Context: an optimization exercise on an open-source flow, tuned for small area, a short achievable clock period and few clock cycles per item. The choices shown serve that exercise and are no tape-out recipe. In this exercise RTL edits were held to simulation tests only and were not proved equivalent to the original.

### design/flow/design.v
module zw96_blend (
    input  wire           clk,
    input  wire           rst,
    input  wire           in_valid,
    output wire           in_ready,
    input  wire [13:0]    bg_r,
    input  wire [13:0]    bg_g,
    input  wire [13:0]    bg_b,
    input  wire [7:0]     layer_en,      
    input  wire [8*14-1:0] a_pix,        
    input  wire [8*14-1:0] a_glob,       
    input  wire [8*14-1:0] c_r,
    input  wire [8*14-1:0] c_g,
    input  wire [8*14-1:0] c_b,
    output reg            out_valid,
    output wire [13:0]    out_r,
    output wire [13:0]    out_g,
    output wire [13:0]    out_b,
    output wire [8*14-1:0] out_w,        
    output wire [7:0]     out_contrib    
);
    localparam [13:0] FULL = 14'd16383;
    function [7:0] lowest;
        input [7:0] v;
        begin
            lowest = v & (~v + 8'd1);
        end
    endfunction
    function [7:0] highest;
        input [7:0] v;
        integer i;
        reg seen;
        begin
            seen = 1'b0;
            for (i = 7; i >= 0; i = i - 1) begin
                highest[i] = v[i] & ~seen;
                seen = seen | v[i];
            end
        end
    endfunction
    function atmost1;
        input [7:0] v;
        begin
            atmost1 = (v & (v - 8'd1)) == 8'd0;
        end
    endfunction
    reg  [7:0] i_agf, i_full, i_gen, i_prod, i_top, i_above;
    reg        seen;
    integer    k;
    always @* begin
        for (k = 0; k < 8; k = k + 1) begin
            i_agf[k]  = &a_glob[14*k +: 14];
            i_full[k] = layer_en[k] & (&a_pix[14*k +: 14]) & i_agf[k];
            i_gen[k]  = layer_en[k] & (|a_pix[14*k +: 14]) & (|a_glob[14*k +: 14]) & ~i_full[k];
            i_prod[k] = ~(&a_pix[14*k +: 14]) & ~i_agf[k];
        end
        seen = 1'b0;
        for (k = 7; k >= 0; k = k - 1) begin
            i_top[k]   = i_full[k] & ~seen;
            seen       = seen | i_full[k];
            i_above[k] = ~seen;
        end
    end
    wire [7:0] i_G   = i_gen & i_above;                  
    wire [7:0] i_P   = i_G & i_prod;                     
    wire       i_one = (i_P == 8'd0) && atmost1(i_G);    
    wire [7:0] i_cs  = lowest(i_G);
    wire [7:0] i_ws  = highest(i_G);
    wire [7:0] i_pf  = lowest(i_P);
    reg  [13:0]     bgr_q, bgg_q, bgb_q;
    reg  [8*14-1:0] ap_q, ag_q, cr_q, cg_q, cb_q;
    reg  [7:0]      sel_q;       
    reg  [7:0]      top_q;       
    reg             nof_q;       
    reg             busy, first, rdy_q, fix_q;
    reg  [7:0]      cs_q, ws_q, pf_q, rc_q, rw_q, p_q;
    reg  [13:0]     acc_r, acc_g, acc_b, tr;
    reg  [8*14-1:0] w_q;
    reg  [7:0]      ct_q;
    assign in_ready    = rdy_q;
    assign out_r       = acc_r;
    assign out_g       = acc_g;
    assign out_b       = acc_b;
    assign out_w       = w_q;
    assign out_contrib = ct_q;
    wire accept = in_valid & rdy_q;
    wire last   = rc_q == 8'd0;
    wire fin    = busy & ~fix_q & last;
    reg  [13:0] ac, cc_r, cc_g, cc_b, ir, ig, ib, m1, m2;
    always @* begin
        ac = 14'd0; cc_r = 14'd0; cc_g = 14'd0; cc_b = 14'd0;
        ir = 14'd0; ig = 14'd0; ib = 14'd0;
        m1 = 14'd0; m2 = fix_q ? 14'd0 : tr;
        for (k = 0; k < 8; k = k + 1) begin
            if (cs_q[k]) begin
                ac   = ac   | (sel_q[k] ? ap_q[14*k +: 14] : ag_q[14*k +: 14]);
                cc_r = cc_r | cr_q[14*k +: 14];
                cc_g = cc_g | cg_q[14*k +: 14];
                cc_b = cc_b | cb_q[14*k +: 14];
            end
            if (ws_q[k])
                m1 = m1 | (sel_q[k] ? ap_q[14*k +: 14] : ag_q[14*k +: 14]);
            if (pf_q[k]) begin
                m1 = m1 | ap_q[14*k +: 14];
                m2 = m2 | ag_q[14*k +: 14];
            end
            if (first & top_q[k]) begin
                ir = ir | cr_q[14*k +: 14];
                ig = ig | cg_q[14*k +: 14];
                ib = ib | cb_q[14*k +: 14];
            end
        end
        if (first & nof_q) begin
            ir = ir | bgr_q; ig = ig | bgg_q; ib = ib | bgb_q;
        end
        if (!first) begin
            ir = ir | acc_r; ig = ig | acc_g; ib = ib | acc_b;
        end
    end
    wire [13:0] r1a, r1b, r2a, r2b, g1a, g1b, g2a, g2b, b1a, b1b, b2a, b2b, wa, wb;
    wire        r1c, r2c, g1c, g2c, b1c, b2c, wc;
    zw_mulr u_r1 (.x(cc_r), .y(ac), .h1(r1a), .h2(r1b), .c(r1c));
    zw_mulr u_r2 (.x(ir),   .y(ac), .h1(r2a), .h2(r2b), .c(r2c));
    zw_mulr u_g1 (.x(cc_g), .y(ac), .h1(g1a), .h2(g1b), .c(g1c));
    zw_mulr u_g2 (.x(ig),   .y(ac), .h1(g2a), .h2(g2b), .c(g2c));
    zw_mulr u_b1 (.x(cc_b), .y(ac), .h1(b1a), .h2(b1b), .c(b1c));
    zw_mulr u_b2 (.x(ib),   .y(ac), .h1(b2a), .h2(b2b), .c(b2c));
    zw_mulr u_w  (.x(m1),   .y(m2), .h1(wa),  .h2(wb),  .c(wc));
    wire [13:0] nr = ir + r1a + r1b + {13'd0, r1c} + ~r2a + ~r2b + {13'd0, ~r2c} + 14'd1;
    wire [13:0] ng = ig + g1a + g1b + {13'd0, g1c} + ~g2a + ~g2b + {13'd0, ~g2c} + 14'd1;
    wire [13:0] nb = ib + b1a + b1b + {13'd0, b1c} + ~b2a + ~b2b + {13'd0, ~b2c} + 14'd1;
    wire [13:0] wn0 = wa + wb;
    wire [13:0] wn1 = wa + wb + 14'd1;
    wire [13:0] tn0 = tr + ~wa + ~wb + 14'd2;
    wire [13:0] tn1 = tr + ~wa + ~wb + 14'd1;
    wire [13:0] wn  = wc ? wn1 : wn0;
    wire [13:0] tn  = wc ? tn1 : tn0;
    always @(posedge clk) begin
        if (rst) begin
            busy      <= 1'b0;
            rdy_q     <= 1'b1;
            out_valid <= 1'b0;
        end else begin
            out_valid <= fin;
            if (busy) begin
                if (fix_q) begin
                    pf_q  <= lowest(p_q);
                    p_q   <= p_q & ~lowest(p_q);
                    fix_q <= p_q != 8'd0;
                    if (p_q == 8'd0) begin
                        ws_q <= highest(rw_q);
                        rw_q <= rw_q & ~highest(rw_q);
                    end
                    for (k = 0; k < 8; k = k + 1)
                        if (pf_q[k]) begin
                            ap_q[14*k +: 14] <= wn;
                            sel_q[k]         <= 1'b1;
                        end
                end else begin
                    acc_r <= nr;
                    acc_g <= ng;
                    acc_b <= nb;
                    tr    <= tn;
                    first <= 1'b0;
                    cs_q  <= lowest(rc_q);
                    rc_q  <= rc_q & ~lowest(rc_q);
                    ws_q  <= highest(rw_q);
                    rw_q  <= rw_q & ~highest(rw_q);
                    for (k = 0; k < 8; k = k + 1)
                        if (ws_q[k]) begin
                            w_q[14*k +: 14] <= wn;
                            ct_q[k]         <= |wn[13:8];
                        end else if (last && top_q[k]) begin
                            w_q[14*k +: 14] <= tn;
                            ct_q[k]         <= |tn[13:8];
                        end else if (first) begin
                            w_q[14*k +: 14] <= 14'd0;
                            ct_q[k]         <= 1'b0;
                        end
                    if (last)
                        busy <= 1'b0;
                end
            end
            if (rdy_q) begin
                bgr_q <= bg_r;
                bgg_q <= bg_g;
                bgb_q <= bg_b;
                ap_q  <= a_pix;
                ag_q  <= a_glob;
                cr_q  <= c_r;
                cg_q  <= c_g;
                cb_q  <= c_b;
                sel_q <= i_agf;
                top_q <= i_top;
                nof_q <= i_above[0];
                cs_q  <= i_cs;
                rc_q  <= i_G & ~i_cs;
                ws_q  <= (i_P == 8'd0) ? i_ws : 8'd0;
                rw_q  <= (i_P == 8'd0) ? (i_G & ~i_ws) : i_G;
                pf_q  <= i_pf;
                p_q   <= i_P & ~i_pf;
                fix_q <= i_P != 8'd0;
                tr    <= FULL;
                first <= 1'b1;
            end
            if (accept)
                busy  <= 1'b1;
            if (accept)
                rdy_q <= i_one;
            else if (!busy || fin)
                rdy_q <= 1'b1;
            else if (fix_q)
                rdy_q <= (p_q == 8'd0) && last;
            else
                rdy_q <= atmost1(rc_q);
        end
    end
endmodule
module zw_mulr (
    input  wire [13:0] x,
    input  wire [13:0] y,
    output wire [13:0] h1,
    output wire [13:0] h2,
    output wire        c
);
    wire [13:0] pp [0:13];
    genvar gi;
    generate for (gi = 0; gi < 14; gi = gi + 1) begin : g_pp
        assign pp[gi] = {14{x[gi]}} & y;
    end endgenerate
    wire s1 = pp[0][12] ^ pp[1][11];
    wire c2 = pp[0][12] & pp[1][11];
    wire s3 = pp[0][13] ^ pp[1][12] ^ pp[2][11];
    wire c4 = (pp[0][13] & pp[1][12]) | (pp[2][11] & (pp[0][13] ^ pp[1][12]));
    wire s5 = pp[1][13] ^ pp[2][12];
    wire c6 = pp[1][13] & pp[2][12];
    wire s7 = pp[0][8] ^ pp[1][7];
    wire c8 = pp[0][8] & pp[1][7];
    wire s9 = pp[0][9] ^ pp[1][8] ^ pp[2][7];
    wire c10 = (pp[0][9] & pp[1][8]) | (pp[2][7] & (pp[0][9] ^ pp[1][8]));
    wire s11 = pp[3][6] ^ pp[4][5];
    wire c12 = pp[3][6] & pp[4][5];
    wire s13 = pp[0][10] ^ pp[1][9] ^ pp[2][8];
    wire c14 = (pp[0][10] & pp[1][9]) | (pp[2][8] & (pp[0][10] ^ pp[1][9]));
    wire s15 = pp[3][7] ^ pp[4][6] ^ pp[5][5];
    wire c16 = (pp[3][7] & pp[4][6]) | (pp[5][5] & (pp[3][7] ^ pp[4][6]));
    wire s17 = pp[6][4] ^ pp[7][3];
    wire c18 = pp[6][4] & pp[7][3];
    wire s19 = pp[0][11] ^ pp[1][10] ^ pp[2][9];
    wire c20 = (pp[0][11] & pp[1][10]) | (pp[2][9] & (pp[0][11] ^ pp[1][10]));
    wire s21 = pp[3][8] ^ pp[4][7] ^ pp[5][6];
    wire c22 = (pp[3][8] & pp[4][7]) | (pp[5][6] & (pp[3][8] ^ pp[4][7]));
    wire s23 = pp[6][5] ^ pp[7][4] ^ pp[8][3];
    wire c24 = (pp[6][5] & pp[7][4]) | (pp[8][3] & (pp[6][5] ^ pp[7][4]));
    wire s25 = pp[9][2] ^ pp[10][1];
    wire c26 = pp[9][2] & pp[10][1];
    wire s27 = s1 ^ pp[2][10] ^ pp[3][9];
    wire c28 = (s1 & pp[2][10]) | (pp[3][9] & (s1 ^ pp[2][10]));
    wire s29 = pp[4][8] ^ pp[5][7] ^ pp[6][6];
    wire c30 = (pp[4][8] & pp[5][7]) | (pp[6][6] & (pp[4][8] ^ pp[5][7]));
    wire s31 = pp[7][5] ^ pp[8][4] ^ pp[9][3];
    wire c32 = (pp[7][5] & pp[8][4]) | (pp[9][3] & (pp[7][5] ^ pp[8][4]));
    wire s33 = pp[10][2] ^ pp[11][1] ^ pp[12][0];
    wire c34 = (pp[10][2] & pp[11][1]) | (pp[12][0] & (pp[10][2] ^ pp[11][1]));
    wire s35 = s3 ^ pp[3][10] ^ pp[4][9];
    wire c36 = (s3 & pp[3][10]) | (pp[4][9] & (s3 ^ pp[3][10]));
    wire s37 = pp[5][8] ^ pp[6][7] ^ pp[7][6];
    wire c38 = (pp[5][8] & pp[6][7]) | (pp[7][6] & (pp[5][8] ^ pp[6][7]));
    wire s39 = pp[8][5] ^ pp[9][4] ^ pp[10][3];
    wire c40 = (pp[8][5] & pp[9][4]) | (pp[10][3] & (pp[8][5] ^ pp[9][4]));
    wire s41 = pp[11][2] ^ pp[12][1] ^ pp[13][0];
    wire c42 = (pp[11][2] & pp[12][1]) | (pp[13][0] & (pp[11][2] ^ pp[12][1]));
    wire s43 = s5 ^ pp[3][11] ^ pp[4][10];
    wire c44 = (s5 & pp[3][11]) | (pp[4][10] & (s5 ^ pp[3][11]));
    wire s45 = pp[5][9] ^ pp[6][8] ^ pp[7][7];
    wire c46 = (pp[5][9] & pp[6][8]) | (pp[7][7] & (pp[5][9] ^ pp[6][8]));
    wire s47 = pp[8][6] ^ pp[9][5] ^ pp[10][4];
    wire c48 = (pp[8][6] & pp[9][5]) | (pp[10][4] & (pp[8][6] ^ pp[9][5]));
    wire s49 = pp[11][3] ^ pp[12][2] ^ pp[13][1];
    wire c50 = (pp[11][3] & pp[12][2]) | (pp[13][1] & (pp[11][3] ^ pp[12][2]));
    wire s51 = pp[2][13] ^ pp[3][12] ^ pp[4][11];
    wire c52 = (pp[2][13] & pp[3][12]) | (pp[4][11] & (pp[2][13] ^ pp[3][12]));
    wire s53 = pp[5][10] ^ pp[6][9] ^ pp[7][8];
    wire c54 = (pp[5][10] & pp[6][9]) | (pp[7][8] & (pp[5][10] ^ pp[6][9]));
    wire s55 = pp[8][7] ^ pp[9][6] ^ pp[10][5];
    wire c56 = (pp[8][7] & pp[9][6]) | (pp[10][5] & (pp[8][7] ^ pp[9][6]));
    wire s57 = pp[11][4] ^ pp[12][3] ^ pp[13][2];
    wire c58 = (pp[11][4] & pp[12][3]) | (pp[13][2] & (pp[11][4] ^ pp[12][3]));
    wire s59 = pp[3][13] ^ pp[4][12] ^ pp[5][11];
    wire c60 = (pp[3][13] & pp[4][12]) | (pp[5][11] & (pp[3][13] ^ pp[4][12]));
    wire s61 = pp[6][10] ^ pp[7][9] ^ pp[8][8];
    wire c62 = (pp[6][10] & pp[7][9]) | (pp[8][8] & (pp[6][10] ^ pp[7][9]));
    wire s63 = pp[9][7] ^ pp[10][6] ^ pp[11][5];
    wire c64 = (pp[9][7] & pp[10][6]) | (pp[11][5] & (pp[9][7] ^ pp[10][6]));
    wire s65 = pp[4][13] ^ pp[5][12] ^ pp[6][11];
    wire c66 = (pp[4][13] & pp[5][12]) | (pp[6][11] & (pp[4][13] ^ pp[5][12]));
    wire s67 = pp[7][10] ^ pp[8][9] ^ pp[9][8];
    wire c68 = (pp[7][10] & pp[8][9]) | (pp[9][8] & (pp[7][10] ^ pp[8][9]));
    wire s69 = pp[5][13] ^ pp[6][12] ^ pp[7][11];
    wire c70 = (pp[5][13] & pp[6][12]) | (pp[7][11] & (pp[5][13] ^ pp[6][12]));
    wire s71 = pp[0][5] ^ pp[1][4];
    wire c72 = pp[0][5] & pp[1][4];
    wire s73 = pp[0][6] ^ pp[1][5] ^ pp[2][4];
    wire c74 = (pp[0][6] & pp[1][5]) | (pp[2][4] & (pp[0][6] ^ pp[1][5]));
    wire s75 = pp[3][3] ^ pp[4][2];
    wire c76 = pp[3][3] & pp[4][2];
    wire s77 = pp[0][7] ^ pp[1][6] ^ pp[2][5];
    wire c78 = (pp[0][7] & pp[1][6]) | (pp[2][5] & (pp[0][7] ^ pp[1][6]));
    wire s79 = pp[3][4] ^ pp[4][3] ^ pp[5][2];
    wire c80 = (pp[3][4] & pp[4][3]) | (pp[5][2] & (pp[3][4] ^ pp[4][3]));
    wire s81 = pp[6][1] ^ pp[7][0];
    wire c82 = pp[6][1] & pp[7][0];
    wire s83 = s7 ^ pp[2][6] ^ pp[3][5];
    wire c84 = (s7 & pp[2][6]) | (pp[3][5] & (s7 ^ pp[2][6]));
    wire s85 = pp[4][4] ^ pp[5][3] ^ pp[6][2];
    wire c86 = (pp[4][4] & pp[5][3]) | (pp[6][2] & (pp[4][4] ^ pp[5][3]));
    wire s87 = pp[7][1] ^ pp[8][0] ^ 1'b1;
    wire c88 = (pp[7][1] & pp[8][0]) | (1'b1 & (pp[7][1] ^ pp[8][0]));
    wire s89 = s9 ^ s11 ^ pp[5][4];
    wire c90 = (s9 & s11) | (pp[5][4] & (s9 ^ s11));
    wire s91 = pp[6][3] ^ pp[7][2] ^ pp[8][1];
    wire c92 = (pp[6][3] & pp[7][2]) | (pp[8][1] & (pp[6][3] ^ pp[7][2]));
    wire s93 = pp[9][0] ^ 1'b1 ^ c8;
    wire c94 = (pp[9][0] & 1'b1) | (c8 & (pp[9][0] ^ 1'b1));
    wire s95 = s13 ^ s15 ^ s17;
    wire c96 = (s13 & s15) | (s17 & (s13 ^ s15));
    wire s97 = pp[8][2] ^ pp[9][1] ^ pp[10][0];
    wire c98 = (pp[8][2] & pp[9][1]) | (pp[10][0] & (pp[8][2] ^ pp[9][1]));
    wire s99 = 1'b1 ^ c10 ^ c12;
    wire c100 = (1'b1 & c10) | (c12 & (1'b1 ^ c10));
    wire s101 = s19 ^ s21 ^ s23;
    wire c102 = (s19 & s21) | (s23 & (s19 ^ s21));
    wire s103 = s25 ^ pp[11][0] ^ 1'b1;
    wire c104 = (s25 & pp[11][0]) | (1'b1 & (s25 ^ pp[11][0]));
    wire s105 = c14 ^ c16 ^ c18;
    wire c106 = (c14 & c16) | (c18 & (c14 ^ c16));
    wire s107 = s27 ^ s29 ^ s31;
    wire c108 = (s27 & s29) | (s31 & (s27 ^ s29));
    wire s109 = s33 ^ 1'b1 ^ c20;
    wire c110 = (s33 & 1'b1) | (c20 & (s33 ^ 1'b1));
    wire s111 = c22 ^ c24 ^ c26;
    wire c112 = (c22 & c24) | (c26 & (c22 ^ c24));
    wire s113 = s35 ^ s37 ^ s39;
    wire c114 = (s35 & s37) | (s39 & (s35 ^ s37));
    wire s115 = s41 ^ c2 ^ c28;
    wire c116 = (s41 & c2) | (c28 & (s41 ^ c2));
    wire s117 = c30 ^ c32 ^ c34;
    wire c118 = (c30 & c32) | (c34 & (c30 ^ c32));
    wire s119 = s43 ^ s45 ^ s47;
    wire c120 = (s43 & s45) | (s47 & (s43 ^ s45));
    wire s121 = s49 ^ c4 ^ c36;
    wire c122 = (s49 & c4) | (c36 & (s49 ^ c4));
    wire s123 = c38 ^ c40 ^ c42;
    wire c124 = (c38 & c40) | (c42 & (c38 ^ c40));
    wire s125 = s51 ^ s53 ^ s55;
    wire c126 = (s51 & s53) | (s55 & (s51 ^ s53));
    wire s127 = s57 ^ c6 ^ c44;
    wire c128 = (s57 & c6) | (c44 & (s57 ^ c6));
    wire s129 = c46 ^ c48 ^ c50;
    wire c130 = (c46 & c48) | (c50 & (c46 ^ c48));
    wire s131 = s59 ^ s61 ^ s63;
    wire c132 = (s59 & s61) | (s63 & (s59 ^ s61));
    wire s133 = pp[12][4] ^ pp[13][3] ^ c52;
    wire c134 = (pp[12][4] & pp[13][3]) | (c52 & (pp[12][4] ^ pp[13][3]));
    wire s135 = c54 ^ c56 ^ c58;
    wire c136 = (c54 & c56) | (c58 & (c54 ^ c56));
    wire s137 = s65 ^ s67 ^ pp[10][7];
    wire c138 = (s65 & s67) | (pp[10][7] & (s65 ^ s67));
    wire s139 = pp[11][6] ^ pp[12][5] ^ pp[13][4];
    wire c140 = (pp[11][6] & pp[12][5]) | (pp[13][4] & (pp[11][6] ^ pp[12][5]));
    wire s141 = c60 ^ c62 ^ c64;
    wire c142 = (c60 & c62) | (c64 & (c60 ^ c62));
    wire s143 = s69 ^ pp[8][10] ^ pp[9][9];
    wire c144 = (s69 & pp[8][10]) | (pp[9][9] & (s69 ^ pp[8][10]));
    wire s145 = pp[10][8] ^ pp[11][7] ^ pp[12][6];
    wire c146 = (pp[10][8] & pp[11][7]) | (pp[12][6] & (pp[10][8] ^ pp[11][7]));
    wire s147 = pp[13][5] ^ c66 ^ c68;
    wire c148 = (pp[13][5] & c66) | (c68 & (pp[13][5] ^ c66));
    wire s149 = pp[6][13] ^ pp[7][12] ^ pp[8][11];
    wire c150 = (pp[6][13] & pp[7][12]) | (pp[8][11] & (pp[6][13] ^ pp[7][12]));
    wire s151 = pp[9][10] ^ pp[10][9] ^ pp[11][8];
    wire c152 = (pp[9][10] & pp[10][9]) | (pp[11][8] & (pp[9][10] ^ pp[10][9]));
    wire s153 = pp[12][7] ^ pp[13][6] ^ c70;
    wire c154 = (pp[12][7] & pp[13][6]) | (c70 & (pp[12][7] ^ pp[13][6]));
    wire s155 = pp[7][13] ^ pp[8][12] ^ pp[9][11];
    wire c156 = (pp[7][13] & pp[8][12]) | (pp[9][11] & (pp[7][13] ^ pp[8][12]));
    wire s157 = pp[10][10] ^ pp[11][9] ^ pp[12][8];
    wire c158 = (pp[10][10] & pp[11][9]) | (pp[12][8] & (pp[10][10] ^ pp[11][9]));
    wire s159 = pp[8][13] ^ pp[9][12] ^ pp[10][11];
    wire c160 = (pp[8][13] & pp[9][12]) | (pp[10][11] & (pp[8][13] ^ pp[9][12]));
    wire s161 = pp[0][3] ^ pp[1][2];
    wire c162 = pp[0][3] & pp[1][2];
    wire s163 = pp[0][4] ^ pp[1][3] ^ pp[2][2];
    wire c164 = (pp[0][4] & pp[1][3]) | (pp[2][2] & (pp[0][4] ^ pp[1][3]));
    wire s165 = pp[3][1] ^ pp[4][0];
    wire c166 = pp[3][1] & pp[4][0];
    wire s167 = s71 ^ pp[2][3] ^ pp[3][2];
    wire c168 = (s71 & pp[2][3]) | (pp[3][2] & (s71 ^ pp[2][3]));
    wire s169 = pp[4][1] ^ pp[5][0] ^ 1'b1;
    wire c170 = (pp[4][1] & pp[5][0]) | (1'b1 & (pp[4][1] ^ pp[5][0]));
    wire s171 = s73 ^ s75 ^ pp[5][1];
    wire c172 = (s73 & s75) | (pp[5][1] & (s73 ^ s75));
    wire s173 = pp[6][0] ^ 1'b1 ^ c72;
    wire c174 = (pp[6][0] & 1'b1) | (c72 & (pp[6][0] ^ 1'b1));
    wire s175 = s77 ^ s79 ^ s81;
    wire c176 = (s77 & s79) | (s81 & (s77 ^ s79));
    wire s177 = 1'b1 ^ c74 ^ c76;
    wire c178 = (1'b1 & c74) | (c76 & (1'b1 ^ c74));
    wire s179 = s83 ^ s85 ^ s87;
    wire c180 = (s83 & s85) | (s87 & (s83 ^ s85));
    wire s181 = c78 ^ c80 ^ c82;
    wire c182 = (c78 & c80) | (c82 & (c78 ^ c80));
    wire s183 = s89 ^ s91 ^ s93;
    wire c184 = (s89 & s91) | (s93 & (s89 ^ s91));
    wire s185 = c84 ^ c86 ^ c88;
    wire c186 = (c84 & c86) | (c88 & (c84 ^ c86));
    wire s187 = s95 ^ s97 ^ s99;
    wire c188 = (s95 & s97) | (s99 & (s95 ^ s97));
    wire s189 = c90 ^ c92 ^ c94;
    wire c190 = (c90 & c92) | (c94 & (c90 ^ c92));
    wire s191 = s101 ^ s103 ^ s105;
    wire c192 = (s101 & s103) | (s105 & (s101 ^ s103));
    wire s193 = c96 ^ c98 ^ c100;
    wire c194 = (c96 & c98) | (c100 & (c96 ^ c98));
    wire s195 = s107 ^ s109 ^ s111;
    wire c196 = (s107 & s109) | (s111 & (s107 ^ s109));
    wire s197 = c102 ^ c104 ^ c106;
    wire c198 = (c102 & c104) | (c106 & (c102 ^ c104));
    wire s199 = s113 ^ s115 ^ s117;
    wire c200 = (s113 & s115) | (s117 & (s113 ^ s115));
    wire s201 = c108 ^ c110 ^ c112;
    wire c202 = (c108 & c110) | (c112 & (c108 ^ c110));
    wire s203 = s119 ^ s121 ^ s123;
    wire c204 = (s119 & s121) | (s123 & (s119 ^ s121));
    wire s205 = c114 ^ c116 ^ c118;
    wire c206 = (c114 & c116) | (c118 & (c114 ^ c116));
    wire s207 = s125 ^ s127 ^ s129;
    wire c208 = (s125 & s127) | (s129 & (s125 ^ s127));
    wire s209 = c120 ^ c122 ^ c124;
    wire c210 = (c120 & c122) | (c124 & (c120 ^ c122));
    wire s211 = s131 ^ s133 ^ s135;
    wire c212 = (s131 & s133) | (s135 & (s131 ^ s133));
    wire s213 = c126 ^ c128 ^ c130;
    wire c214 = (c126 & c128) | (c130 & (c126 ^ c128));
    wire s215 = s137 ^ s139 ^ s141;
    wire c216 = (s137 & s139) | (s141 & (s137 ^ s139));
    wire s217 = c132 ^ c134 ^ c136;
    wire c218 = (c132 & c134) | (c136 & (c132 ^ c134));
    wire s219 = s143 ^ s145 ^ s147;
    wire c220 = (s143 & s145) | (s147 & (s143 ^ s145));
    wire s221 = c138 ^ c140 ^ c142;
    wire c222 = (c138 & c140) | (c142 & (c138 ^ c140));
    wire s223 = s149 ^ s151 ^ s153;
    wire c224 = (s149 & s151) | (s153 & (s149 ^ s151));
    wire s225 = c144 ^ c146 ^ c148;
    wire c226 = (c144 & c146) | (c148 & (c144 ^ c146));
    wire s227 = s155 ^ s157 ^ pp[13][7];
    wire c228 = (s155 & s157) | (pp[13][7] & (s155 ^ s157));
    wire s229 = c150 ^ c152 ^ c154;
    wire c230 = (c150 & c152) | (c154 & (c150 ^ c152));
    wire s231 = s159 ^ pp[11][10] ^ pp[12][9];
    wire c232 = (s159 & pp[11][10]) | (pp[12][9] & (s159 ^ pp[11][10]));
    wire s233 = pp[13][8] ^ c156 ^ c158;
    wire c234 = (pp[13][8] & c156) | (c158 & (pp[13][8] ^ c156));
    wire s235 = pp[9][13] ^ pp[10][12] ^ pp[11][11];
    wire c236 = (pp[9][13] & pp[10][12]) | (pp[11][11] & (pp[9][13] ^ pp[10][12]));
    wire s237 = pp[12][10] ^ pp[13][9] ^ c160;
    wire c238 = (pp[12][10] & pp[13][9]) | (c160 & (pp[12][10] ^ pp[13][9]));
    wire s239 = pp[10][13] ^ pp[11][12] ^ pp[12][11];
    wire c240 = (pp[10][13] & pp[11][12]) | (pp[12][11] & (pp[10][13] ^ pp[11][12]));
    wire s241 = pp[0][2] ^ pp[1][1];
    wire c242 = pp[0][2] & pp[1][1];
    wire s243 = s161 ^ pp[2][1] ^ pp[3][0];
    wire c244 = (s161 & pp[2][1]) | (pp[3][0] & (s161 ^ pp[2][1]));
    wire s245 = s163 ^ s165 ^ 1'b1;
    wire c246 = (s163 & s165) | (1'b1 & (s163 ^ s165));
    wire s247 = s167 ^ s169 ^ c164;
    wire c248 = (s167 & s169) | (c164 & (s167 ^ s169));
    wire s249 = s171 ^ s173 ^ c168;
    wire c250 = (s171 & s173) | (c168 & (s171 ^ s173));
    wire s251 = s175 ^ s177 ^ c172;
    wire c252 = (s175 & s177) | (c172 & (s175 ^ s177));
    wire s253 = s179 ^ s181 ^ c176;
    wire c254 = (s179 & s181) | (c176 & (s179 ^ s181));
    wire s255 = s183 ^ s185 ^ c180;
    wire c256 = (s183 & s185) | (c180 & (s183 ^ s185));
    wire s257 = s187 ^ s189 ^ c184;
    wire c258 = (s187 & s189) | (c184 & (s187 ^ s189));
    wire s259 = s191 ^ s193 ^ c188;
    wire c260 = (s191 & s193) | (c188 & (s191 ^ s193));
    wire s261 = s195 ^ s197 ^ c192;
    wire c262 = (s195 & s197) | (c192 & (s195 ^ s197));
    wire s263 = s199 ^ s201 ^ c196;
    wire c264 = (s199 & s201) | (c196 & (s199 ^ s201));
    wire s265 = s203 ^ s205 ^ c200;
    wire c266 = (s203 & s205) | (c200 & (s203 ^ s205));
    wire s267 = s207 ^ s209 ^ c204;
    wire c268 = (s207 & s209) | (c204 & (s207 ^ s209));
    wire s269 = s211 ^ s213 ^ c208;
    wire c270 = (s211 & s213) | (c208 & (s211 ^ s213));
    wire s271 = s215 ^ s217 ^ c212;
    wire c272 = (s215 & s217) | (c212 & (s215 ^ s217));
    wire s273 = s219 ^ s221 ^ c216;
    wire c274 = (s219 & s221) | (c216 & (s219 ^ s221));
    wire s275 = s223 ^ s225 ^ c220;
    wire c276 = (s223 & s225) | (c220 & (s223 ^ s225));
    wire s277 = s227 ^ s229 ^ c224;
    wire c278 = (s227 & s229) | (c224 & (s227 ^ s229));
    wire s279 = s231 ^ s233 ^ c228;
    wire c280 = (s231 & s233) | (c228 & (s231 ^ s233));
    wire s281 = s235 ^ s237 ^ c232;
    wire c282 = (s235 & s237) | (c232 & (s235 ^ s237));
    wire s283 = s239 ^ pp[13][10] ^ c236;
    wire c284 = (s239 & pp[13][10]) | (c236 & (s239 ^ pp[13][10]));
    wire s285 = pp[11][13] ^ pp[12][12] ^ pp[13][11];
    wire c286 = (pp[11][13] & pp[12][12]) | (pp[13][11] & (pp[11][13] ^ pp[12][12]));
    wire s287 = pp[0][1] ^ pp[1][0];
    wire c288 = pp[0][1] & pp[1][0];
    wire s289 = s241 ^ pp[2][0] ^ 1'b1;
    wire c290 = (s241 & pp[2][0]) | (1'b1 & (s241 ^ pp[2][0]));
    wire s291 = s243 ^ 1'b1 ^ c242;
    wire c292 = (s243 & 1'b1) | (c242 & (s243 ^ 1'b1));
    wire s293 = s245 ^ c162 ^ c244;
    wire c294 = (s245 & c162) | (c244 & (s245 ^ c162));
    wire s295 = s247 ^ c166 ^ c246;
    wire c296 = (s247 & c166) | (c246 & (s247 ^ c166));
    wire s297 = s249 ^ c170 ^ c248;
    wire c298 = (s249 & c170) | (c248 & (s249 ^ c170));
    wire s299 = s251 ^ c174 ^ c250;
    wire c300 = (s251 & c174) | (c250 & (s251 ^ c174));
    wire s301 = s253 ^ c178 ^ c252;
    wire c302 = (s253 & c178) | (c252 & (s253 ^ c178));
    wire s303 = s255 ^ c182 ^ c254;
    wire c304 = (s255 & c182) | (c254 & (s255 ^ c182));
    wire s305 = s257 ^ c186 ^ c256;
    wire c306 = (s257 & c186) | (c256 & (s257 ^ c186));
    wire s307 = s259 ^ c190 ^ c258;
    wire c308 = (s259 & c190) | (c258 & (s259 ^ c190));
    wire s309 = s261 ^ c194 ^ c260;
    wire c310 = (s261 & c194) | (c260 & (s261 ^ c194));
    wire s311 = s263 ^ c198 ^ c262;
    wire c312 = (s263 & c198) | (c262 & (s263 ^ c198));
    wire s313 = s265 ^ c202 ^ c264;
    wire c314 = (s265 & c202) | (c264 & (s265 ^ c202));
    wire s315 = s267 ^ c206 ^ c266;
    wire c316 = (s267 & c206) | (c266 & (s267 ^ c206));
    wire s317 = s269 ^ c210 ^ c268;
    wire c318 = (s269 & c210) | (c268 & (s269 ^ c210));
    wire s319 = s271 ^ c214 ^ c270;
    wire c320 = (s271 & c214) | (c270 & (s271 ^ c214));
    wire s321 = s273 ^ c218 ^ c272;
    wire c322 = (s273 & c218) | (c272 & (s273 ^ c218));
    wire s323 = s275 ^ c222 ^ c274;
    wire c324 = (s275 & c222) | (c274 & (s275 ^ c222));
    wire s325 = s277 ^ c226 ^ c276;
    wire c326 = (s277 & c226) | (c276 & (s277 ^ c226));
    wire s327 = s279 ^ c230 ^ c278;
    wire c328 = (s279 & c230) | (c278 & (s279 ^ c230));
    wire s329 = s281 ^ c234 ^ c280;
    wire c330 = (s281 & c234) | (c280 & (s281 ^ c234));
    wire s331 = s283 ^ c238 ^ c282;
    wire c332 = (s283 & c238) | (c282 & (s283 ^ c238));
    wire s333 = s285 ^ c240 ^ c284;
    wire c334 = (s285 & c240) | (c284 & (s285 ^ c240));
    wire s335 = pp[12][13] ^ pp[13][12] ^ c286;
    wire c336 = (pp[12][13] & pp[13][12]) | (c286 & (pp[12][13] ^ pp[13][12]));
    wire s337 = pp[0][0] ^ 1'b1;
    wire c338 = pp[0][0] & 1'b1;
    wire s339 = s287 ^ 1'b1;
    wire c340 = s287 & 1'b1;
    wire s341 = s289 ^ c288;
    wire c342 = s289 & c288;
    wire s343 = s291 ^ c290;
    wire c344 = s291 & c290;
    wire s345 = s293 ^ c292;
    wire c346 = s293 & c292;
    wire s347 = s295 ^ c294;
    wire c348 = s295 & c294;
    wire s349 = s297 ^ c296;
    wire c350 = s297 & c296;
    wire s351 = s299 ^ c298;
    wire c352 = s299 & c298;
    wire s353 = s301 ^ c300;
    wire c354 = s301 & c300;
    wire s355 = s303 ^ c302;
    wire c356 = s303 & c302;
    wire s357 = s305 ^ c304;
    wire c358 = s305 & c304;
    wire s359 = s307 ^ c306;
    wire c360 = s307 & c306;
    wire s361 = s309 ^ c308;
    wire c362 = s309 & c308;
    wire s363 = s337 ^ s313;
    wire c364 = s337 & s313;
    wire s365 = s339 ^ s315 ^ c314;
    wire c366 = (s339 & s315) | (c314 & (s339 ^ s315));
    wire s367 = s341 ^ s317 ^ c316;
    wire c368 = (s341 & s317) | (c316 & (s341 ^ s317));
    wire s369 = s343 ^ s319 ^ c318;
    wire c370 = (s343 & s319) | (c318 & (s343 ^ s319));
    wire s371 = s345 ^ s321 ^ c320;
    wire c372 = (s345 & s321) | (c320 & (s345 ^ s321));
    wire s373 = s347 ^ s323 ^ c322;
    wire c374 = (s347 & s323) | (c322 & (s347 ^ s323));
    wire s375 = s349 ^ s325 ^ c324;
    wire c376 = (s349 & s325) | (c324 & (s349 ^ s325));
    wire s377 = s351 ^ s327 ^ c326;
    wire c378 = (s351 & s327) | (c326 & (s351 ^ s327));
    wire s379 = s353 ^ s329 ^ c328;
    wire c380 = (s353 & s329) | (c328 & (s353 ^ s329));
    wire s381 = s355 ^ s331 ^ c330;
    wire c382 = (s355 & s331) | (c330 & (s355 ^ s331));
    wire s383 = s357 ^ s333 ^ c332;
    wire c384 = (s357 & s333) | (c332 & (s357 ^ s333));
    wire s385 = s359 ^ s335 ^ c334;
    wire c386 = (s359 & s335) | (c334 & (s359 ^ s335));
    wire s387 = s361 ^ pp[13][13] ^ c336;
    wire c388 = (s361 & pp[13][13]) | (c336 & (s361 ^ pp[13][13]));
    wire s389 = s311 ^ c310;
    wire c390 = s311 & c310;
    wire s391 = s363 ^ c312;
    wire c392 = s363 & c312;
    wire s393 = s365 ^ c338 ^ c364;
    wire c394 = (s365 & c338) | (c364 & (s365 ^ c338));
    wire s395 = s367 ^ c340 ^ c366;
    wire c396 = (s367 & c340) | (c366 & (s367 ^ c340));
    wire s397 = s369 ^ c342 ^ c368;
    wire c398 = (s369 & c342) | (c368 & (s369 ^ c342));
    wire s399 = s371 ^ c344 ^ c370;
    wire c400 = (s371 & c344) | (c370 & (s371 ^ c344));
    wire s401 = s373 ^ c346 ^ c372;
    wire c402 = (s373 & c346) | (c372 & (s373 ^ c346));
    wire s403 = s375 ^ c348 ^ c374;
    wire c404 = (s375 & c348) | (c374 & (s375 ^ c348));
    wire s405 = s377 ^ c350 ^ c376;
    wire c406 = (s377 & c350) | (c376 & (s377 ^ c350));
    wire s407 = s379 ^ c352 ^ c378;
    wire c408 = (s379 & c352) | (c378 & (s379 ^ c352));
    wire s409 = s381 ^ c354 ^ c380;
    wire c410 = (s381 & c354) | (c380 & (s381 ^ c354));
    wire s411 = s383 ^ c356 ^ c382;
    wire c412 = (s383 & c356) | (c382 & (s383 ^ c356));
    wire s413 = s385 ^ c358 ^ c384;
    wire c414 = (s385 & c358) | (c384 & (s385 ^ c358));
    wire s415 = s387 ^ c360 ^ c386;
    wire c416 = (s387 & c360) | (c386 & (s387 ^ c360));
    wire s417 = s389 ^ c362 ^ c388;
    wire c418 = (s389 & c362) | (c388 & (s389 ^ c362));
    wire s419 = s313 ^ c312 ^ c390;
    wire c420 = (s313 & c312) | (c390 & (s313 ^ c312));
    wire s421 = s315 ^ c314;
    wire c422 = s315 & c314;
    wire s423 = s317 ^ c316;
    wire c424 = s317 & c316;
    wire s425 = s319 ^ c318;
    wire c426 = s319 & c318;
    wire s427 = s321 ^ c320;
    wire c428 = s321 & c320;
    wire s429 = s323 ^ c322;
    wire c430 = s323 & c322;
    wire s431 = s325 ^ c324;
    wire c432 = s325 & c324;
    wire s433 = s327 ^ c326;
    wire c434 = s327 & c326;
    wire s435 = s329 ^ c328;
    wire c436 = s329 & c328;
    wire s437 = s331 ^ c330;
    wire c438 = s331 & c330;
    wire s439 = s333 ^ c332;
    wire c440 = s333 & c332;
    wire s441 = s335 ^ c334;
    wire c442 = s335 & c334;
    wire s443 = pp[13][13] ^ c336;
    wire c444 = pp[13][13] & c336;
    wire [41:0] r1 = {c444, s443, s441, s439, s437, s435, s433, s431, s429, s427, s425, s423, s421, s419, s417, s415, s413, s411, s409, s407, s405, s403, s401, s399, s397, s395, s393, s391, s311, s309, s307, s305, s303, s301, s299, s297, s295, s293, s291, s289, s287, pp[0][0]};
    wire [41:0] r2 = {1'b0, c442, c440, c438, c436, c434, c432, c430, c428, c426, c424, c422, c420, c418, c416, c414, c412, c410, c408, c406, c404, c402, c400, c398, c396, c394, c392, 1'b1, c310, c308, c306, c304, c302, c300, c298, c296, c294, c292, c290, c288, 1'b1, 1'b1};
    wire [28:0] lo = {1'b0, r1[27:0]} + {1'b0, r2[27:0]};
    assign h1 = r1[41:28];
    assign h2 = r2[41:28];
    assign c  = lo[28];
endmodule
### design/flow/constraint.sdc
create_clock -name core_clock -period 45.0 [get_ports {clk}]
set_input_delay 9.0000 -clock core_clock [delete_from_list [all_inputs] [get_ports {clk}]]
set_output_delay 9.0000 -clock core_clock [all_outputs]
set_load 0.01 [all_outputs]
### design/flow/config.mk
export PLATFORM = sky130hd
export DESIGN_NAME = zw96_blend
export DESIGN_NICKNAME = zw96_blend
export VERILOG_FILES = /design/flow/design.v
export SDC_FILE = /design/flow/constraint.sdc
export NUM_CORES = 4
export LEC_CHECK = 0
export CAP_MARGIN = 20
export CORE_MARGIN = 2
export CORE_UTILIZATION = 40
export PLACE_DENSITY = 0.6
export SLEW_MARGIN = 20
### design/flow/run.sh
#!/bin/bash
# synth_recipe.tcl (not shown) runs the flow's synth.tcl, then flattens the netlist and writes it again
# the make line also repeats each setting of config.mk as NAME=value (left out here)
make -C /OpenROAD-flow-scripts/flow DESIGN_CONFIG=/design/flow/config.mk WORK_HOME=/design/flow/orfs CLKGATE_MAP_FILE= SYNTH_SCRIPT=/design/flow/synth_recipe.tcl finish
==> results of run 1 <==
cell families (layout without fill, tap and decap cells):
kind of cell | Yosys count | in the layout | synth area share (%)
muxes | 116 | 116 | 1.474
buffers and inverters | 2280 | 3018 | 9.675
other | 0 | 55 | 0
AOI/OAI and AO/OA | 1284 | 1284 | 10.05
xor gates and xnor gates | 81 | 81 | 0.8253
DFF | 846 | 846 | 28.66
and+or+nand+nor | 2326 | 2326 | 12.02
adders and majority gates | 1843 | 1843 | 37.29
flip-flops by register name (all words and copies together), names as in the netlist, 7 cells and up:
register  cells
cr_q        112
ws_q          8
bgr_q        14
w_q         112
acc_g        14
cg_q        112
pf_q          8
bgg_q        14
p_q           7
rw_q          8
cs_q          8
acc_b        14
rc_q          7
bgb_q        14
ap_q        112
acc_r        14
ct_q          8
tr           14
sel_q         8
ag_q        112
top_q         8
cb_q        112
layout make-up:
cell class	count	area, um2
Antenna cell	55	137.6
Clock buffer	116	2626
Clock inverter	69	670.6
Fill cell	20540	116200
Inverter	1860	6983
Multi-Input combinational cell	5650	54940
Sequential cell	846	25380
Tap cell	2958	3701
Timing Repair Buffer	973	9290
worst reg2reg max path: cells and delay by family, from the launching register on:
family	cells	cell delay [ns]
adder cells (fa/ha/maj)	11	4.34
multiplexers	1	0.44
flip-flops	1	1.15
AO/OA/AOI/OAI	6	2.45
XOR/XNOR	3	1.39
AND/OR/NAND/NOR	6	2.94
buffers and inverters	4	0.26
through the flow:
stage / area [um2] / hold slack [ns] / util, %
after global routing: 103700 / 0.5799 / 47.14
final: 103700 / 0.5482 / 47.16
after global placement: 100200 / 0.5163 / 45.56
after detailed placement: 100300 / 0.5290 / 45.58
after CTS: 103600 / 0.5393 / 47.08
after floorplan: 88540 / 0.4928 / -
how the worst max path moves through the flow:
stage / end / slack, ns / cells past startpoint
after detailed placement: rdy_q / 31.19 / 12
after CTS: rdy_q / 31.95 / 12
after global routing: ct_q[3] / 31.47 / 35
after global placement: rdy_q / 31.15 / 12
final: rdy_q / 31.76 / 12
after floorplan: ag_q[0] / 13.82 / 2
synthesized netlist by cell type (33+ instances only):
master and n:
inv_1 1859, fa_1 1328, nand2_1 1223, edfxtp_1 843, ha_1 511, a22oi_1 473, clkbuf_1 370, nor2_1 327
a21oi_1 194, and2_1 178, nand4_1 168, o21ai_0 164, mux2_2 112, nand3_1 111, a31oi_1 101, nor4_1 77
a221oi_1 73, a22o_1 64, xnor2_1 55, a21o_1 53, nor3_1 48, buf_1 46, nor2b_1 40, nand2b_1 33
metal layers:
metal | wire length, um | global-route usage (%)
met1 | 155600 | 47.37
met2 | 170400 | 51.35
met3 | 51880 | 11.57
met4 | 30060 | 22.56
met5 | 236 | 0
==> impl_metrics.yaml, run 1 <==
cells_and_area:
  final_common_cell: "inv_1"
  final_nets: 11880
  drive_above_1_share_pct: 6.002
  final_cells: 12530
  area_growth_pct: 17.15
  most-common-layout-cells: "inv_1, fa_1, nand2_1, edfxtp_1, clkdlybuf4s50_1"
worst_setup_path:
  cp_max_fo: 13
  cp_cell_sequence: "clkdlybuf4s50_1 > nand4_1 > nor4_1 > nand3_1 > nand4_1 > nor4_1 > buf_4 > a22o_1 > nor3_1 > o31ai_1 > o311ai_0 > a21o_1"
  path_buf_inv: 2
  cp.arrival_ns: 13.97
  cpPeakStageDelay_ns: 0.88
  worstRegToRegCells: 31
  regToRegEndpoint: "ct_q[3]"
  timing.rr.start: "sel_q[6]"
  cp-end-kind: "flop"
  cp-start-kind: "input pin"
  cp_slowest_cell: "nor4_1"
  crit_family: "simple AND/OR/NAND/NOR gates"
  startpoint: "a_pix[110]"
  cp.required_ns: 45.73
  reg2reg_slack_ns: 31.79
  critical_path_class: "input pin to flop"
placement:
  place_congestion: 1.059
  placed_cells: 12290
  io_buffers: 776
  pre_cts_slack_ns: 31.19
  hpwl_um: 311800
run_status:
  outcome: "no timing/DRC/antenna violations"
timing:
  tightestPinTransition_ns: 1.283
  tns_ns: 0
  setup_slack_ns: 31.76
  fin_skew_ns: 0.04955
  rsz0062_at_grt: "false"
  fmax_ghz: 0.07554
  hold_viol: 0
  finalCriticalPeriod_ns: 13.24
  relSlewSlack_pct: 14.48
  drv_slew: 0
  period_share_pct: 29.42
  finalSetupViolations: 0
floorplanning:
  die_w_um: 474.5
  rows: 172
  die_y_um: 474.5
  fp.dieArea_um2: 225100
  core_area_um2: 219900
  initial_core_util_pct: 40.26
  pin_count: 777
run:
  drv_cap: 0
routing:
  via_count: 74240
  avgViaCountPerCell: 5.927
  drt_iter0_markers: 9928
  avgRoutedWirePerCell_um: 32.58
  routed_wl_um: 408100
  drcViolationCount: 0
  antenna_left: 0
  dr.pass1.iters: 10
synth:
  synth_seq_cells: 846
  avgSynthCellArea_um2: 10.09
  mappedNetlistArea_um2: 88540
  ys_top_cells_by_area: "fa_1, edfxtp_1, inv_1, ha_1, nand2_1"
  ys_seq_area_share_pct: 28.66
  synthFlopType: "edfxtp_1"
  async_flop_share_pct: 0
  synth_edf_count: 843
  synthCells: 8776
  synth_top_cell_by_area: "fa_1"
  ys_warn_count: 2
  synth_top_area_share_pct: 30.03
  synth.distinct_cells: 89
  synth_nets: 11230
clock_tree:
  postCtsSetupBuffers: 0
  clk_path_buf_depth: 3
  cts_tree: "done"
  numCtsBuffers: 101
  ctsResizeCount: 0
  clkSlewWorstSetupHoldPaths_ns: 0.06
  ctsHoldBuffers: 0
  h-tree-depth: 3
  clock_latency_ns: 0.80
  cts_sinks: 846
  cts_root_buf: "clkbuf_16"
grt:
  overflow: 0
  track_usage_pct: 36.03
  grt_pass1_wl_um: 567200
  grt_pass1_vias: 75350
  grt_max_degree: 178
  antenna_found_initial: 82
worst_hold_path:
  min_path_cells: 2
  hold_end: "busy"
  hp-start: "busy"
  min_path_type: "flop to flop"
Testbench counts, summed over its fixed seeds: cycles 16,066, items 8,000.
==> inputs of run 2 (changes only) <==
==> design/flow/flow/run.sh (new file) <==
#!/bin/bash
set -euo pipefail
cd "$(dirname "$0")/.."
export SETUP_SLACK_MARGIN=34
bash standard.sh > flow_standard.log 2>&1
==> design/flow/standard.sh (new file) <==
#!/bin/bash
# synth_recipe.tcl (not shown) runs the flow's synth.tcl, then flattens the netlist and writes it again
# the make line also repeats each setting of config.mk as NAME=value (left out here)
make -C /OpenROAD-flow-scripts/flow DESIGN_CONFIG=/design/flow/config.mk WORK_HOME=/design/flow/orfs CLKGATE_MAP_FILE= SYNTH_SCRIPT=/design/flow/synth_recipe.tcl "${@:-finish}"
removed: design/flow/run.sh
==> impl_metrics.yaml, run 2 <==
synth:
  synth_seq_cells: 846
  ys_top_cells_by_area: "fa_1, edfxtp_1, inv_1, ha_1, nand2_1"
  ys_seq_area_share_pct: 28.66
  yosys-top-cells-count: "inv_1, fa_1, nand2_1, edfxtp_1, ha_1"
  synth_edf_count: 843
  synth.distinct_cells: 89
  avgSynthCellArea_um2: 10.09
  async_flop_share_pct: 0
  yosysMostFrequentCell: "inv_1"
  synthFlopType: "edfxtp_1"
  ys_warn_count: 2
  synth_nets: 11230
  synth_top_area_share_pct: 30.03
  synthCells: 8776
  synth_top_cell_by_area: "fa_1"
  mappedNetlistArea_um2: 88540
routing:
  avgViaCountPerCell: 5.990
  routed_wl_um: 419600
  dr.pass1.iters: 9
  antenna_left: 0
  drt_iter0_markers: 10520
  avgRoutedWirePerCell_um: 32.91
  via_count: 76380
  drcViolationCount: 0
grt:
  grt_pass1_vias: 76260
  overflow: 0
  grt_max_degree: 77
  track_usage_pct: 36.00
  grt_pass1_wl_um: 568300
  antenna_found_initial: 66
clock_tree:
  cts_root_buf: "clkbuf_16"
  clk_path_buf_depth: 3
  clkSlewWorstSetupHoldPaths_ns: 0.06
  cts_tree: "done"
  cts_sinks: 846
  ctsHoldBuffers: 0
  numCtsBuffers: 97
  clock_latency_ns: 0.84
  h-tree-depth: 3
worst_setup_path:
  cp-start-kind: "input pin"
  cp.required_ns: 45.56
  regToRegEndpoint: "acc_g[10]"
  critical_path_class: "input pin to flop"
  timing.rr.start: "sel_q[3]"
  reg2reg_slack_ns: 34.19
  worstRegToRegCells: 38
  cpPeakStageDelay_ns: 0.58
  cp_cell_sequence: "dlygate4sd2_1 > nor4_1 > nand4_1 > nand4_1 > nor4b_4 > a22o_4 > nor3_4 > buf_6 > buf_6 > a21oi_2 > a31o_2"
  cp-end-kind: "flop"
  cp.arrival_ns: 11.71
  path_buf_inv: 3
  cp_slowest_cell: "nand4_1"
  crit_family: "simple AND/OR/NAND/NOR gates"
  cp_max_fo: 5
timing:
  fmax_ghz: 0.08966
  fin_skew_ns: 0.08566
  hold_viol: 0
  finalCriticalPeriod_ns: 11.15
  tns_ns: 0
  drv_slew: 0
  rsz0062_at_grt: "true"
  setup_slack_ns: 33.85
  finalSetupViolations: 0
  tightestPinTransition_ns: 1.255
  relSlewSlack_pct: 16.32
  period_share_pct: 24.78
placement:
  hpwl_um: 308100
  pre_cts_slack_ns: 30.92
  io_buffers: 776
  place_congestion: 1.051
cells_and_area:
  most-common-layout-cells: "inv_1, fa_1, nand2_1, edfxtp_1, clkdlybuf4s50_1"
  final_common_cell: "inv_1"
  final_nets: 12130
  drive_above_1_share_pct: 11.00
  area_growth_pct: 22.41
  nFillCells: 20250
  regArea_um2: 25380
  multi_input_area_um2: 56690
floorplanning:
  die_w_um: 474.5
  die_y_um: 474.5
  pin_count: 777
  fp.dieArea_um2: 225100
  initial_core_util_pct: 40.26
  rows: 172
  core_area_um2: 219900
worst_hold_path:
  min_path_cells: 2
  hold_end: "busy"
  hp-start: "busy"
  min_path_type: "flop to flop"
run:
  drv_cap: 0
run_status:
  outcome: "no timing/DRC/antenna violations"
## run 2: cell count changes in the layout (fill, tap and decap cells not counted), sizes merged, moves of 14 or more
cell           delta
clkbuf           +22
clkdlybuf4s15    +14
dlygate4sd2     +103
dlymetal6s2s     +20
diode            -20
buf             +241
clkdlybuf4s50   -164
## run 2: worst max path at each step
stage,startpoint,endpoint,slack (ns),depth (start not counted)
after floorplan,rst,ag_q[0],28.08,2
after global placement,rst,bgr_q[11],31.02,6
after detailed placement,rst,bgr_q[11],30.92,6
after CTS,cs_q[7],acc_r[12],33.96,40
after global routing,a_glob[56],rw_q[6],33.89,14
final,a_glob[1],rw_q[6],33.85,11
## run 2: kinds of logic (layout without fill, tap and decap cells)
| group | after synthesis | in the layout | share of synthesized area [%] |
|---|---|---|---|
| buffers and inverters | 2280 | 3259 | 9.675 |
| flip-flops | 846 | 846 | 28.66 |
| adder cells (fa/ha/maj) | 1843 | 1843 | 37.29 |
| AND/OR/NAND/NOR | 2326 | 2329 | 12.02 |
| XOR/XNOR | 81 | 81 | 0.8253 |
| other | 0 | 35 | 0 |
| multiplexers | 116 | 116 | 1.474 |
| AO/OA/AOI/OAI | 1284 | 1284 | 10.05 |
## run 2: cell type report
type                            count  share of cell area, %
Antenna cell                       35                0.08081
Clock buffer                      109                  2.281
Clock inverter                     72                 0.7065
Inverter                         1860                  6.468
Multi-Input combinational cell   5653                  52.31
Sequential cell                   846                  23.42
Tap cell                         2958                  3.415
Timing Repair Buffer             1218                  11.33
## run 2: worst reg2reg max path, delay by kind of cell (launching register included)
| family | cells | cell delay, ns |
|---|---|---|
| xor gates and xnor gates | 1 | 0.13 |
| muxes | 1 | 0.27 |
| buffers and inverters | 7 | 1.14 |
| adders and majority gates | 13 | 6.03 |
| DFF | 1 | 0.49 |
| AOI/OAI and AO/OA | 9 | 1.43 |
| and+or+nand+nor | 7 | 1.03 |
## run 2: per-stage QoR
step / utilization [%] / cells / area [um2] / hold slack, ns
after CTS: 48.23 / 12610 / 106100 / 0.5503
after global placement: 45.64 / 12280 / 100400 / 0.5134
after floorplan: - / 8776 / 88740 / 0.4898
after detailed placement: 45.65 / 12280 / 100400 / 0.5278
final: 49.28 / 12750 / 108400 / 0.5533
after global routing: 49.25 / 12730 / 108300 / 0.5956
## run 2: metal layers
layer,track usage (%),routed length [um]
met2,53.08,177900
met4,20.27,31830
met3,11.53,55470
met1,46.70,154100
met5,0,321
## run 2: what timing repair did
action,4_1_cts,5_1_grt
buffers inserted,143,86
pin swaps,109,147
resized for setup,472,321
cloned,5,17
endpoints found under the setup margin,745,301
hold endpoints to repair,0,0
==> inputs of run 3 (changes only) <==
==> design/flow/flow/run.sh (replaced) <==
#!/bin/bash
# Own layout flow: the standard layout (standard.sh), with two changes.
# 1. Between the standard synthesis and the rest of the flow, flow/pushinv.py
#    takes out inverters around the adder cells of the synthesised netlist
#    (a full adder with complemented inputs gives complemented outputs), with
#    the registers and the logic function unchanged.
# 2. Every timing repair step (floorplan, placement, CTS, global route) is
#    asked to leave SETUP_SLACK_MARGIN ns of setup slack. The clock stays at
#    the design's period and the SDC is the standard flow's; the margin only makes the
#    repair shorten the paths that set the achieved period.
# Each tool's output goes to a log of its own here (flow_*.log); ORFS keeps
# each step's log under orfs/logs/.
set -euo pipefail
cd "$(dirname "$0")/.."
export SETUP_SLACK_MARGIN=34
R="$PWD/orfs/results/$FLOW_PLATFORM/zw96_blend/base"
bash standard.sh synth > flow_synth.log 2>&1
cp "$R/1_2_yosys.v" "$R/1_2_yosys_standard.v"
python3 flow/pushinv.py "$R/1_2_yosys_standard.v" "$R/1_2_yosys.v" > flow_pushinv.log 2>&1
rm -f "$R/1_synth.odb" "$R/1_synth.sdc"
bash standard.sh > flow_standard.log 2>&1
==> design/flow/flow/pushinv.py (new file) <==
#!/usr/bin/env python3
"""Remove inverters around full adders in a flat Yosys netlist.

A full adder is self-dual: fa(~a, ~b, ~c) = (~cout, ~sum). Each fa cell may
therefore be "flipped": fed the complements of its inputs, it gives the
complements of its outputs. This script picks a flip for every fa cell that
lowers the number of inverters the netlist needs, then rewires it: every
inverter is taken out, and one inverter is put back for each net whose
complement some pin still needs. A half adder may be flipped too: it then
becomes xnor2 + or2, which give ~(a ^ b) and ~(a & b) from ~a and ~b. The
logic function and every register are unchanged.

usage: pushinv.py in.v out.v
"""
import re
import sys
from collections import defaultdict

INV_RE = re.compile(r"^sky130_fd_sc_hd__(inv|clkinv)_\d+$")
FA_RE = re.compile(r"^sky130_fd_sc_hd__fa_\d+$")
HA_RE = re.compile(r"^sky130_fd_sc_hd__ha_1$")
OUT_PINS = {"X", "Y", "Q", "Q_N", "SUM", "COUT", "HI", "LO", "GCLK"}

src = open(sys.argv[1]).read()
start = src.index(");", src.index("module ")) + 2
end = src.rindex("endmodule")
head, body, tail = src[:start], src[start:end], src[end:]

stmts = body.split(";")
cell_re = re.compile(r"^\s*(\S+)\s+(\S+)\s*\((.*)\)\s*$", re.S)
pin_re = re.compile(r"\.(\w+)\s*\(\s*(.*?)\s*\)\s*(?:,|$)", re.S)

decls = []   # non-cell statements, kept as they are
cells = []   # [type, name, [(pin, net)]]
for s in stmts:
    t = s.strip()
    if not t:
        continue
    if t.startswith(("wire", "input", "output", "inout", "reg")) or t.startswith("assign"):
        if t.startswith("assign"):
            raise SystemExit("assign statements are not handled")
        decls.append(t)
        continue
    m = cell_re.match(t)
    if not m:
        raise SystemExit("cannot parse: " + t[:200])
    pins = [(p, n.strip()) for p, n in pin_re.findall(m.group(3))]
    cells.append([m.group(1), m.group(2), pins])

# drivers
driver = {}
for i, (ty, nm, pins) in enumerate(cells):
    for p, n in pins:
        if p in OUT_PINS:
            driver[n] = (i, p)

def is_inv(i):
    return INV_RE.match(cells[i][0]) is not None

def is_fa(i):
    """a cell that may be flipped: a full adder, or a half adder (which then
    becomes xnor2 + or2: ~(a ^ b) and ~(~a & ~b) of the complemented inputs)"""
    return FA_RE.match(cells[i][0]) is not None or HA_RE.match(cells[i][0]) is not None

def is_ha(i):
    return HA_RE.match(cells[i][0]) is not None

def root(n):
    """(root net, parity): n = root ^ parity, following inverters back."""
    par = 0
    seen = 0
    while n in driver and is_inv(driver[n][0]) and seen < 100:
        i = driver[n][0]
        n = dict(cells[i][2])["A"]
        par ^= 1
        seen += 1
    return n, par

# consumers: (cell index, pin index, root, parity wanted of the original value)
cons = []
for i, (ty, nm, pins) in enumerate(cells):
    if is_inv(i):
        continue
    for k, (p, n) in enumerate(pins):
        if p in OUT_PINS or n.startswith(("1'", "0'")) or "'" in n:
            continue
        r, par = root(n)
        cons.append((i, k, r, par))

# nets read by the outside world (ports): an output port driven through an
# inverter needs that parity
port_outs = []
for d in decls:
    m = re.match(r"output\s+(\[(\d+):(\d+)\]\s+)?(\S+)", d)
    if m:
        nm = m.group(4)
        if m.group(1):
            hi, lo = int(m.group(2)), int(m.group(3))
            for b in range(min(hi, lo), max(hi, lo) + 1):
                port_outs.append(f"{nm}[{b}]")
        else:
            port_outs.append(nm)
fixed_port_need = {}
for n in port_outs:
    if n in driver and is_inv(driver[n][0]):
        raise SystemExit("output port driven by an inverter: " + n)

fa_idx = [i for i in range(len(cells)) if is_fa(i)]
flip = defaultdict(int)

def q_of(r):
    """flip of the driver of root net r (0 unless an fa drives it)."""
    if r in driver and is_fa(driver[r][0]):
        return flip[driver[r][0]]
    return 0

by_root = defaultdict(list)
fa_in_roots = defaultdict(set)
for c in cons:
    by_root[c[2]].append(c)
    if is_fa(c[0]):
        fa_in_roots[c[0]].add(c[2])

def need_inv(c):
    i, k, r, par = c
    want = par ^ (flip[i] if is_fa(i) else 0)
    return want ^ q_of(r)

def root_cost(r):
    return 3.75 if any(need_inv(c) for c in by_root[r]) else 0

def own_cost(i):
    return 2.51 if (flip[i] and is_ha(i)) else 0

def fa_roots(i):
    rs = set(fa_in_roots[i])
    for p, n in cells[i][2]:
        if p in ("SUM", "COUT"):
            rs.add(n)
    return rs

before = sum(root_cost(r) for r in by_root)
import random
rng = random.Random(1)
roots_of = {i: fa_roots(i) for i in fa_idx}
cur = before
best = cur
best_flip = dict(flip)
for rnd in range(60):
    order = fa_idx[:]
    rng.shuffle(order)
    for i in order:
        rs = roots_of[i]
        old = sum(root_cost(r) for r in rs) + own_cost(i)
        flip[i] ^= 1
        new = sum(root_cost(r) for r in rs) + own_cost(i)
        if new < old or (new == old and rng.random() < 0.5):
            cur += new - old
        else:
            flip[i] ^= 1
    if cur < best:
        best = cur
        best_flip = dict(flip)
flip.clear()
flip.update(best_flip)
after = sum(root_cost(r) for r in by_root) + sum(own_cost(i) for i in fa_idx)

# rebuild
inv_net = {}
new_cells = []
new_wires = []
for r in by_root:
    if root_cost(r):
        base = re.sub(r"[^A-Za-z0-9_]", "_", r.lstrip("\\"))
        nn = f"_pinv_{len(inv_net)}_"
        inv_net[r] = nn
        new_wires.append(nn)
        new_cells.append(["sky130_fd_sc_hd__inv_1", f"_pinv_cell_{len(inv_net)}_", [("A", r), ("Y", nn)]])
for c in cons:
    i, k, r, par = c
    p, _ = cells[i][2][k]
    cells[i][2][k] = (p, inv_net[r] if need_inv(c) else r)

nha = 0
deleted = set()
ninv = sum(1 for i in range(len(cells)) if is_inv(i))
for i in fa_idx:
    if is_ha(i) and flip[i]:
        pins = dict(cells[i][2])
        nm = cells[i][1]
        new_cells.append(["sky130_fd_sc_hd__xnor2_1", nm + "_x", [("A", pins["A"]), ("B", pins["B"]), ("Y", pins["SUM"])]])
        new_cells.append(["sky130_fd_sc_hd__or2_1", nm + "_o", [("A", pins["A"]), ("B", pins["B"]), ("X", pins["COUT"])]])
        deleted.add(i)
        nha += 1
out = [head]
for d in decls:
    out.append("  " + d + " ;\n")
for w in new_wires:
    out.append(f"  wire {w};\n")
for i, (ty, nm, pins) in enumerate(cells + new_cells):
    if i < len(cells) and (i in deleted or is_inv(i)):
        continue
    out.append(f"  {ty} {nm} (\n")
    out.append(",\n".join(f"    .{p}({n} )" if n.startswith("\\") else f"    .{p}({n})" for p, n in pins))
    out.append("\n  );\n")
out.append(tail)
open(sys.argv[2], "w").write("".join(out))
nflip = sum(flip[i] for i in fa_idx)
print(f"pushinv: {ninv} inverters before, {len(inv_net)} after; "
      f"cost {before:.0f} -> {after:.0f} um2; {nflip} of {len(fa_idx)} adder cells flipped, {nha} of them half adders")
==> impl_metrics.yaml, run 3 <==
run_status:
  outcome: "no timing/DRC/antenna violations"
routing:
  avgViaCountPerCell: 6.206
  avgRoutedWirePerCell_um: 35.25
  drcViolationCount: 0
  drt_iter0_markers: 10790
  dr.pass1.iters: 7
  antenna_left: 0
  routed_wl_um: 416400
  via_count: 73310
cells_and_area:
  drive_above_1_share_pct: 12.97
  fin_area_um2: 105700
  most-common-layout-cells: "fa_1, nand2_1, inv_1, edfxtp_1, clkdlybuf4s50_1"
  nFillCells: 19140
  final_common_cell: "fa_1"
  area_growth_pct: 24.15
  final_nets: 11260
grt:
  overflow: 0
  grt_pass1_vias: 74590
  antenna_found_initial: 51
  grt_max_degree: 137
  grt_pass1_wl_um: 565500
  track_usage_pct: 37.29
floorplanning:
  die_w_um: 465.3
  initial_core_util_pct: 40.17
  rows: 169
  core_area_um2: 211900
  die_y_um: 465.3
  pin_count: 777
  fp.dieArea_um2: 216500
worst_setup_path:
  regToRegEndpoint: "acc_b[12]"
  critical_path_class: "input pin to flop"
  cp-end-kind: "flop"
  worstRegToRegCells: 37
  cp_slowest_cell: "nor4_4"
  startpoint: "a_glob[68]"
  cp.arrival_ns: 11.99
  cp.required_ns: 45.76
  timing.rr.start: "cs_q[7]"
  cp-start-kind: "input pin"
  cpPeakStageDelay_ns: 0.56
  reg2reg_slack_ns: 34.16
  worstSetupEndpoint: "rdy_q"
  cp_cell_sequence: "buf_8 > nand4_1 > nor4_4 > buf_4 > nand3_4 > nand4_1 > buf_6 > buf_6 > buf_4 > or2_4 > o311ai_4 > nor3_4 > buf_12 > o31ai_4 > o311ai_2 > a21o_1"
  cp_max_fo: 6
clock_tree:
  numCtsBuffers: 99
  cts_root_buf: "clkbuf_16"
  clock_latency_ns: 0.82
  clk_path_buf_depth: 3
  clkSlewWorstSetupHoldPaths_ns: 0.06
  cts_sinks: 846
  ctsHoldBuffers: 0
  h-tree-depth: 3
  cts_tree: "done"
worst_hold_path:
  min_path_type: "flop to flop"
timing:
  fmax_ghz: 0.08902
  rsz0062_at_grt: "true"
  tns_ns: 0
  drv_slew: 0
  finalSetupViolations: 0
  relSlewSlack_pct: 12.97
  period_share_pct: 24.96
  finalCriticalPeriod_ns: 11.23
  tightestPinTransition_ns: 1.289
  fin_skew_ns: 0.08014
  hold_viol: 0
placement:
  post_dp_cell_area_um2: 96760
  hpwl_um: 303100
  place_congestion: 1.076
  io_buffers: 776
synth:
  synth_nets: 10270
  mappedNetlistArea_um2: 85120
  synthCells: 7889
  ys_warn_count: 2
  avgSynthCellArea_um2: 10.79
run:
  drv_cap: 0
## run 3: stage by stage
stage | utilization [%] | std cells | hold slack (ns) | worst slack (ns)
detailed placement | 45.67 | 11260 | 0.5357 | 31.36
floorplan | - | 7889 | 0.4898 | 28.08
global route | 49.86 | 11800 | 0.5792 | 33.80
finish | 49.88 | 11810 | 0.5627 | 33.77
global placement | 45.65 | 11250 | 0.5180 | 31.34
CTS | 48.74 | 11640 | 0.5443 | 33.95
## run 3: what timing repair did
| item | CTS | global route |
|---|---|---|
| pin swaps | 104 | 126 |
| resized for setup | 497 | 316 |
| setup buffers | 186 | 121 |
| gates cloned | 16 | 17 |
| setup endpoints to repair | 607 | 346 |
## run 3: routing by layer
layer  track usage (%)  up-vias  wire [um]  share of wire, %
li1                  -    29030          -                 -
met1             46.81    37190     147500                35
met2             54.30     5691     175400                42
met3             14.18     1378      60770                15
met4             22.96       22      32520               7.8
met5                 0        -        167             0.040
## run 3: cell type report
class	count	area (um2)	area share [%]
Antenna cell	35	87.58	0.08288
Clock inverter	67	793.3	0.7506
Multi-Input combinational cell	5731	56940	53.88
Tap cell	2821	3530	3.340
Timing Repair Buffer	1297	13010	12.31
Clock buffer	115	2537	2.401
Inverter	902	3407	3.224
Sequential cell	846	25380	24.01
## run 3: worst min-delay path by stage
stage	from	end	slack, ns	depth (start not counted)
3_3_place_gp	busy	busy	0.52	2
6_report	busy	busy	0.56	2
4_1_cts	busy	busy	0.54	2
5_1_grt	busy	busy	0.58	2
2_1_floorplan	busy	busy	0.49	2
3_5_place_dp	busy	busy	0.54	2
## run 3: critical path, delay by kind of cell
family	cells	cell delay [ns]
AND/OR/NAND/NOR	6	1.39
AO/OA/AOI/OAI	4	0.66
buffers and inverters	6	0.90

-- separate check: timing with driven ports --
No port has a modelled driver above. Below, the same layouts with a new extraction and two added sets of constraints. Step 1 sets driving cells, clkbuf_16 on the clock port and buf_2 on the other inputs (assumed; they add their load-dependent delay and slew). Step 2 also shifts input and output timing later by t, the mid clock arrival at the registers, as if the neighbouring blocks saw the same clock. Slacks: ideal ports / drivers / drivers and shift; pairs: ideal ports / drivers.
| run | t (ns) | setup slack, ns | hold slack, ns | worst data-port slew with drivers (ns) | cell pins on the clock port's net |
|---|---|---|---|---|---|
| run 1 | 0.873 | 31.762 / 31.786 / 30.960 | 0.548 / 0.548 / 0.548 | 0.36 | 1 |
| run 2 | 0.896 | 33.847 / 33.906 / 33.019 | 0.553 / 0.553 / 0.553 | 0.19 | 1 |
| run 3 | 0.891 | 33.766 / 33.802 / 32.911 | 0.563 / 0.563 / 0.563 | 0.27 | 1 |
After both steps setup and hold are still met in every run listed. For run 3, which loses most, drivers alone change the setup slack by +0.036 ns; drivers and shift together by -0.855 ns.
